This is an optimization exercise on Yosys and OpenROAD, whose aim is small area, a short achievable clock period and few clock cycles per item, not a production implementation. In this exercise RTL edits were held to simulation tests only and were not proved equivalent to the original.

// intake_corr
module intake_corr (
    input  wire        clk,
    input  wire        rst,
    input  wire [15:0] cfg_gain_l,
    input  wire [15:0] cfg_gain_s,
    input  wire [15:0] cfg_ratio,
    input  wire [15:0] cfg_satlo,
    input  wire [3:0]  cfg_bw,
    input  wire [3:0]  cfg_os,
    input  wire [3:0]  cfg_gs,
    input  wire        in_valid,
    output wire        in_ready,
    input  wire [15:0] in_long,
    input  wire [15:0] in_short,
    input  wire [15:0] in_dark,
    input  wire [15:0] in_gain,
    output wire        out_valid,
    input  wire        out_ready,
    output wire [15:0] out_pix
);
Size in the first run: ~160 I/O pins, ~52000 um2 of cells after synthesis.
export LEC_CHECK = 0
export CAP_MARGIN = 20
export CORE_MARGIN = 2
export CORE_UTILIZATION = 55
export PLACE_DENSITY = 0.75
export SLEW_MARGIN = 20
export SYNTH_HIERARCHICAL = 1
export SYNTH_MINIMUM_KEEP_SIZE = 0
create_clock -name core_clock -period 22.0 [get_ports {clk}]
standard.sh (not shown) runs the stock make flow with config.mk's settings and CLKGATE_MAP_FILE= SYNTH_SCRIPT=/design/flow/synth_recipe.tcl, a recipe that flattens the netlist after the stock synthesis.
==> flow/flow/run.sh <==
#!/bin/bash
# The standard layout (standard.sh: the standard flow's synthesis and ORFS flow, unchanged
# settings), with ORFS's timing repair asked to keep 15.5 ns of setup slack at
# the design's 22 ns clock, so that it speeds up the slowest paths.
set -eo pipefail
bash standard.sh SETUP_SLACK_MARGIN=15.5 finish > standard.log 2>&1
Testbench counts at the start, summed over its fixed seeds: cycles 65,612, items 64,000.
Edit:
- CAP_MARGIN: 20 -> 10
- PLACE_DENSITY: 0.75 -> default
- SLEW_MARGIN: 20 -> 10
The changed run went through all stages and came out clean.
Area after synthesis does not change.
Synthesized cell count is unchanged.
Cell count goes up slightly.
Edit:
==> flow/flow/run.sh (replaced) <==
#!/bin/bash
# The standard layout (standard.sh: the standard flow's synthesis and ORFS flow, unchanged
# settings), with ORFS's timing repair asked to keep 15 ns of setup slack at
# the design's 22 ns clock, so that it speeds up the slowest paths.
set -eo pipefail
bash standard.sh SETUP_SLACK_MARGIN=15 finish > standard.log 2>&1
- CAP_MARGIN: 10 -> 20
- CORE_UTILIZATION: 55 -> 40
- SLEW_MARGIN: 10 -> 20
Wire length drops by 2.1%.
Critical path depth went down by 19.
First-iteration DRC count falls by 14%.
Non-clock buffer count decreases by 107.
Edit:
==> flow/flow/run.sh (replaced) <==
#!/bin/bash
# The standard layout (standard.sh: the standard flow's synthesis and ORFS flow, unchanged
# settings), with ORFS's timing repair asked to keep 15.5 ns of setup slack at
# the design's 22 ns clock, so that it speeds up the slowest paths.
set -eo pipefail
bash standard.sh SETUP_SLACK_MARGIN=15.5 finish > standard.log 2>&1
- CORE_UTILIZATION: 40 -> 55
The new run passed the timing, DRC and antenna checks. Synthesized area is unchanged. Register-to-register slack is better by 0.30 ns. Sequential share of layout area drops by 0.48 points. Wire length climbs by 2.2%. Final area came out higher by 2.9%.
Edit:
==> flow/flow/run.sh (replaced) <==
#!/bin/bash
# The standard layout (standard.sh: the standard flow's synthesis and ORFS flow, unchanged
# settings), with ORFS's timing repair asked to keep 15 ns of setup slack at
# the design's 22 ns clock, so that it speeds up the slowest paths.
set -eo pipefail
bash standard.sh SETUP_SLACK_MARGIN=15 finish > standard.log 2>&1
Result: The new run finished with timing, DRC and antenna clean; clock-buffer cell count drops by 2; final cell count drops slightly; clock skew drops by 0.0059 ns; fmax drops by a few percent; die area is unchanged; wire length drops by a few percent; synthesized area is unchanged.
Edit:
==> flow/flow/run.sh (replaced) <==
#!/bin/bash
# The standard layout (standard.sh: the standard flow's synthesis and ORFS flow, unchanged
# settings), with ORFS's timing repair asked to keep 14 ns of setup slack at
# the design's 22 ns clock, so that it speeds up the slowest paths.
set -eo pipefail
bash standard.sh SETUP_SLACK_MARGIN=14 finish > standard.log 2>&1
=>
- maximum frequency shrinks by 6.6%
- die area is unchanged

* * *

intake_corr, a different RTL version from the one above (not shown whole).
For scale: ~4,700 cells after synthesis, ~51,000 sq um of cells after synthesis.
clock: 22.0 ns
lec_check: 0
cap_margin: 20
core_margin: 2
core_utilization: 55
slew_margin: 20
synth_hierarchical: 1
synth_minimum_keep_size: 0
==> flow/flow/run.sh <==
#!/bin/bash
# The standard layout (standard.sh: the standard flow's synthesis and ORFS flow, unchanged
# settings), with ORFS's timing repair asked to keep 15.25 ns of setup slack at
# the design's 22 ns clock, so that it speeds up the slowest paths.
set -eo pipefail
bash standard.sh SETUP_SLACK_MARGIN=15.25 finish > standard.log 2>&1
Testbench counts at the start, summed over its fixed seeds: cycles 65,612, items 64,000.
Rerun with:
==> flow/flow/run.sh (replaced) <==
#!/bin/bash
# The standard layout (standard.sh: the standard flow's synthesis and ORFS flow, unchanged
# settings), with ORFS's timing repair asked to keep 15.5 ns of setup slack at
# the design's 22 ns clock, so that it speeds up the slowest paths.
set -eo pipefail
bash standard.sh SETUP_SLACK_MARGIN=15.5 finish > standard.log 2>&1
After rerunning: Sequential share of layout area is about the same; synthesized cell count does not change; global-route usage is higher by 0.30 points; die area stays the same.

* * *

branch nickel:
intake_corr, a different RTL version from the one above (not shown whole).
Size: about 4400 cells after synthesis, ~160 I/O pins, ~0.050 mm^2 of cells after synthesis.
## intake_corr
module intake_corr (
    input  wire        clk,
    input  wire        rst,
    input  wire [15:0] cfg_gain_l,
    input  wire [15:0] cfg_gain_s,
    input  wire [15:0] cfg_ratio,
    input  wire [15:0] cfg_satlo,
    input  wire [3:0]  cfg_bw,
    input  wire [3:0]  cfg_os,
    input  wire [3:0]  cfg_gs,
    input  wire        in_valid,
    output wire        in_ready,
    input  wire [15:0] in_long,
    input  wire [15:0] in_short,
    input  wire [15:0] in_dark,
    input  wire [15:0] in_gain,
    output wire        out_valid,
    input  wire        out_ready,
    output wire [15:0] out_pix
);
    reg [15:0] c_gl, c_gs, c_satlo;
    reg [3:0]  c_bw, c_os, c_gsh;
    reg [7:0]  c_rl;       
    reg [14:0] c_rflat;    
    always @(posedge clk) begin
        c_gl    <= cfg_gain_l;
        c_gs    <= cfg_gain_s;
        c_satlo <= cfg_satlo;
        c_bw    <= cfg_bw;
        c_os    <= cfg_os;
        c_gsh   <= cfg_gs;
        c_rl    <= (9'd1 << cfg_os) >> 1;
        c_rflat <= (16'd1 << cfg_gs) >> 1;
    end
    wire [8:0]  c_osh  = 9'd1 << c_os;                     
    wire [8:0]  c_osk  = 9'h1FF << c_os;                   
    wire [15:0] c_gsk  = 16'hFFFF << c_gsh;                
    wire [15:0] himask = 16'hFFFF << c_bw;                 
    wire [3:0]  c_wsh  = 4'd12 - c_bw;
    wire [15:0] c_r7m  = {~c_osk, 7'h7F};                  
    wire [27:0] c_r19  = {c_osh, 19'd0} | 28'd2048;        
    reg        en;                  
    reg        v0, v1, v2, v3;      
    reg        va, vb;              
    reg        bl2;                 
    reg  [1:0] bs;                  
    wire       bl1;
  ...
export LEC_CHECK = 0
export CAP_MARGIN = 20
export CORE_MARGIN = 2
export CORE_UTILIZATION = 55
export SLEW_MARGIN = 20
export SYNTH_HIERARCHICAL = 1
export SYNTH_MINIMUM_KEEP_SIZE = 0
create_clock -name core_clock -period 22.0 [get_ports {clk}]
==> flow/flow/run.sh <==
#!/bin/bash
# The standard layout (standard.sh: the standard flow's synthesis and ORFS flow, unchanged
# settings), with ORFS's timing repair asked to keep 15.5 ns of setup slack at
# the design's 22 ns clock, so that it speeds up the slowest paths.
set -eo pipefail
bash standard.sh SETUP_SLACK_MARGIN=15.5 finish > standard.log 2>&1
Testbench counts of branch nickel, summed over its fixed seeds: cycles 65,612, items 64,000.
The following lists how branch indigo was set up differently from branch nickel:
==> flow/flow/run.sh <==
#!/bin/bash
# The standard layout (standard.sh: the standard flow's synthesis and ORFS flow, unchanged
# settings), with ORFS's timing repair asked to keep 15 ns of setup slack at
# the design's 22 ns clock, so that it speeds up the slowest paths.
set -eo pipefail
bash standard.sh SETUP_SLACK_MARGIN=15 finish > standard.log 2>&1
==> run notes <==
- The end of the critical path comes out acc[10] in one run and q0[5] in the other, namely in branch nickel and branch indigo respectively.
- branch indigo: antenna diode instance count is 1 lower than what branch nickel reported.
- branch indigo reached the final stage; the timing, DRC and antenna checks on its layout passed.
- Summary of branch indigo over branch nickel: via total after detailed routing -701; largest clock skew in the final design -0.0063 ns; layout overhead on the synthesized area -3.8 points; post-route minimum period +0.18 ns.
- Met1 usage in global routing | branch indigo below branch nickel
- Relative to branch nickel, the final worst-path cycle share of branch indigo is higher by 0.84 points.
- The worst setup slack reported for branch indigo is smaller than that of branch nickel by 0.18 ns.
- Between branch indigo and branch nickel, proportion of cell area occupied by multi-input gates is lower for branch nickel, branch indigo comes in above that.
- Summary — highest clock rate, branch indigo relative to branch nickel: lower, by about 2.6%.

## port drivers added, routing unchanged
Ports are ideal in the flow. The routed layouts listed here were re-timed in OpenROAD.
Step 1 assumes that a clkbuf_16 drives the clock port and a buf_2 every other input.
Step 2 times the ports against the registers' clock, not the clock port: input delays grow and output delays shrink by t, the midpoint of the rising clock arrivals with the driver on.
a / b / c = no drivers / after step 1 / after step 2; a / b = the first two.
run	t, ns	slack for setup (ns)	slew at the worst register clock pin (ns)	worst slew at a driven data input, ns
the first run of note 1	0.710	15.515 / 15.515 / 15.515	0.07 / 0.07	0.11
the second run of note 1	0.730	15.527 / 15.499 / 15.527	0.07 / 0.07	0.12
the third run of note 1	0.693	15.210 / 15.137 / 15.228	0.08 / 0.08	0.13
the fourth run of note 1	0.730	15.527 / 15.499 / 15.527	0.07 / 0.07	0.12
the fifth run of note 1	0.714	15.231 / 15.170 / 15.231	0.07 / 0.07	0.12
the sixth run of note 1	0.712	14.755 / 14.755 / 14.755	0.07 / 0.07	0.10
the first run of note 2	0.712	15.387 / 15.387 / 15.387	0.07 / 0.07	0.10
the second run of note 2	0.719	15.446 / 15.379 / 15.446	0.07 / 0.07	0.11
branch nickel	0.734	15.206 / 15.206 / 15.206	0.07 / 0.07	0.13
branch indigo	0.702	15.021 / 15.021 / 15.021	0.07 / 0.07	0.13
After both steps every run listed still meets setup and hold.
